What follows belongs to an exercise in optimizing a design on an open flow for small area, a short achievable clock period and few clock cycles per item; a production flow would make more cautious choices.
Where RTL was checked, it was by simulation tests only, not by an equivalence proof against the original.
Power figures rest on the tool's default switching activity, not on a simulated workload.

Setup of tundra:
Design lath_eval, start of the top module:
module lath_eval (
    input  wire        clk,
    input  wire        rst,
    input  wire [31:0] origin_x,       
    input  wire [31:0] origin_y,       
    input  wire [31:0] pitch_x,        
    input  wire [31:0] pitch_y,        
    input  wire [31:0] lath_pitch,     
    input  wire [31:0] phase_offset,   
    input  wire [15:0] slant_num,      
    input  wire [15:0] slant_den,      
    input  wire        in_valid,
    output wire        in_ready,
    input  wire [13:0] px,
    input  wire [12:0] py,
    input  wire [1:0]  stripe,
    input  wire [15:0] corr,           
    output reg         out_valid,
    output wire [6:0]  v,
    output reg  [31:0] m,
    output reg  [15:0] corr_o,
    output wire [47:0] xo,             
    output wire [47:0] yo              
);
    reg [31:0] lp_r;                   
    reg [34:0] pol_r;                  
    reg [15:0] den_r;
    reg         pol_c;
    wire [17:0] pol_lo;
    wire [16:0] pol_hi;
    wire        pol_clo, pol_chi;
  ...
Size in the first run: about 4,700 cells after synthesis, roughly 530 flip-flops, about 430 I/O pins, about 36,000 sq um of cells after synthesis.
clock: 11.0 ns
lec_check: 0
abc_area: 1
cap_margin: 20
core_margin: 2
core_utilization: 60
place_density: 0.75
slew_margin: 50
run.sh (not shown) runs the stock make flow with config.mk's settings and CLKGATE_MAP_FILE= SYNTH_SCRIPT=/design/flow/synth_recipe.tcl, a recipe that flattens the netlist after the stock synthesis.
Testbench counts of tundra, summed over its fixed seeds: cycles 26,240, items 1,536.
Inputs modified between tundra and zinc:
Settings: changing SLEW_MARGIN from 50 to 20.
==> run notes <==
- Both conditions hold for tundra: the flow ran to the end and the final layout passed the timing, design-rule and antenna checks.
- zinc finished all stages; the layout is clean.
- Compared tundra against zinc; routed wire length within noise.
- The post-layout instance area was comparable across tundra and zinc.
- Fraction of synthesized area in multiplexers: tundra vs zinc identical
- Post-detailed-placement cell area delta (zinc -> tundra): insignificant
Modified inputs, garnet compared to zinc
Settings: CAP_MARGIN changed from 20 to 85; SLEW_MARGIN changed from 20 to 85.
==> run notes <==
Against zinc, worst setup slack in garnet came out better.
| post-route total power | garnet vs zinc | worse |
| number of global-route vias before repair | higher: garnet |
Diff garnet..zinc | total of flip-flops plus latches after synthesis | negligible
[compare] base=zinc new=garnet: final cell count rose about 2.2%; number of nets in the finished design went up; routed wirelength normalized by instance count increased 0.50 um; area overhead of the layout relative to synthesis grew by 10 points.
garnet reports its highest routing layer actually used as met4 while zinc reports met5.
Across both runs, cell count after placement was higher for garnet than for zinc.
Changes observed in garnet relative to zinc: required time of the worst setup path went down; portion of total power attributed to the clock network went down.
Here is what was changed in the inputs of willow compared with garnet.
Settings: SLEW_MARGIN: 85 -> 60; CAP_MARGIN: 85 -> 60.
Notes after the runs:
When willow is set beside garnet, its worst hold-check slack turns out to be 0.0097 ns smaller.
willow did not stop at any stage, and its layout met the timing, design-rule and antenna checks.
Compare willow and garnet | multi-input gate area in the final layout higher: garnet
Number of max-cap violations: willow vs garnet identical
Summary of the comparison: share of total power in combinational logic is lower in willow, relative to garnet.
Of the two values seen for first element of the critical path, f_h was produced by garnet and phase_offset[4] by willow.
Final cycle utilization of the critical path in willow is 0.45 points higher than in garnet
The share of layout cells above drive strength 1 in willow was lower than what garnet gave.
willow — net switching fraction of the power 0.72 points lower, garnet as reference
On final routed wirelength across all metal layers, garnet loses to willow.
willow -> garnet: count of flip-flops with a built-in enable after synthesis delta 0, exact match


Another version of the RTL of lath_eval (not shown whole).
For scale: roughly 5100 cells after synthesis, roughly 38000 um^2 of cells after synthesis.
## lath_eval
module lath_eval (
    input  wire        clk,
    input  wire        rst,
    input  wire [31:0] origin_x,       
    input  wire [31:0] origin_y,       
    input  wire [31:0] pitch_x,        
    input  wire [31:0] pitch_y,        
    input  wire [31:0] lath_pitch,     
    input  wire [31:0] phase_offset,   
    input  wire [15:0] slant_num,      
    input  wire [15:0] slant_den,      
    input  wire        in_valid,
    output wire        in_ready,
    input  wire [13:0] px,
    input  wire [12:0] py,
    input  wire [1:0]  stripe,
    input  wire [15:0] corr,           
    output reg         out_valid,
    output wire [6:0]  v,
    output reg  [31:0] m,
    output reg  [15:0] corr_o,
    output wire [47:0] xo,             
    output wire [47:0] yo              
);
    reg [31:0] lp_r;
    reg [33:0] lp3_r;                  
    reg [34:0] pol_r;                  
    reg [15:0] den_r;
    wire [33:0] lp3_s;
    wire [34:0] pol_s;
    wire        lp3_co, pol_co;
    add_sk #(34) u_lp3 (.a({2'b0, lp_r}), .b({1'b0, lp_r, 1'b0}), .cin(1'b0), .s(lp3_s), .co(lp3_co));
    add_sk #(35) u_pol (.a({3'b0, phase_offset}), .b({1'b0, lp_r, 2'b00}), .cin(1'b0), .s(pol_s), .co(pol_co));
    always @(posedge clk) begin
        lp_r  <= lath_pitch;
        lp3_r <= lp3_s;
        pol_r <= pol_s;
        den_r <= slant_den;
    end
    reg  lnz;                          
    always @(posedge clk) lnz <= |lath_pitch;
    reg        a_free;
    reg        f_prei, f_pre, f_pk, f_pka, f_pkw, f_kml, f_h0, f_h, f_p, f_c, f_done;
    reg [5:0]  a_cnt;
    reg        a_last;                 
    reg        pvalid;                 
    reg        yk;                     
    reg        acin_r;                 
    reg        rk;                     
    reg        rb;                     
  ...
==> flow/config.mk <==
export PLATFORM = sky130hd
export DESIGN_NAME = lath_eval
export DESIGN_NICKNAME = lath_eval
export VERILOG_FILES = /design/flow/design.v
export SDC_FILE = /design/flow/constraint.sdc
export NUM_CORES = 4
export LEC_CHECK = 0
export ABC_AREA = 1
export CAP_MARGIN = 20
export CORE_MARGIN = 2
export CORE_UTILIZATION = 75
export PLACE_DENSITY = 0.85
export SLEW_MARGIN = 20
==> flow/constraint.sdc <==
create_clock -name core_clock -period 11.0 [get_ports {clk}]
set_input_delay 2.2000 -clock core_clock [delete_from_list [all_inputs] [get_ports {clk}]]
set_output_delay 2.2000 -clock core_clock [all_outputs]
set_load 0.01 [all_outputs]
==> next run, changes <==
- CORE_UTILIZATION: 75 -> 60
- PLACE_DENSITY: 0.85 -> 0.75
Result:
- The new run ran to the end with no violations
- power rises by 1.2%
- sequential power hardly moves
- routed wire length goes down by 10%
- cell count rose by 2.9%
- flip-flop and latch count does not change
- die area went up by 25%
- fmax came out higher by 3.4%
- worst hold slack is better by 0.0045 ns
No functional check of the RTL was part of any run of this note.

port drivers added, routing unchanged:
How much do the figures lean on ideal ports? The routed layouts below were timed once more, with nothing changed but the port constraints. Step 1 (the two cells are an assumption about what drives the block):
set clk [get_ports {clk}]
set_driving_cell -lib_cell sky130_fd_sc_hd__clkbuf_16 $clk
set_driving_cell -lib_cell sky130_fd_sc_hd__buf_2 [delete_from_list [all_inputs] $clk]
Step 2 also shifts input and output timing later by t, the mid clock arrival at the registers, as if the neighbouring blocks saw the same clock. a / b / c = ideal / step 1 / step 2; a / b = the first two.
run	t (ns)	setup slack, ns	worst hold slack (ns)
tundra	0.685	6.348 / 6.387 / 5.701	0.422 / 0.422 / 0.422
zinc	0.683	6.215 / 6.215 / 5.719	0.423 / 0.423 / 0.423
garnet	0.700	6.588 / 6.588 / 6.009	0.437 / 0.437 / 0.437
willow	0.676	6.538 / 6.575 / 5.899	0.427 / 0.427 / 0.427
the first run of note 2	0.708	6.122 / 6.157 / 5.450	0.426 / 0.426 / 0.426
the second run of note 2	0.699	6.283 / 6.322 / 5.623	0.431 / 0.431 / 0.431
After both steps setup and hold are still met in every run listed. The setup slack of the first run of note 2, which loses most, moves by +0.035 ns with the drivers and by -0.672 ns with both steps.
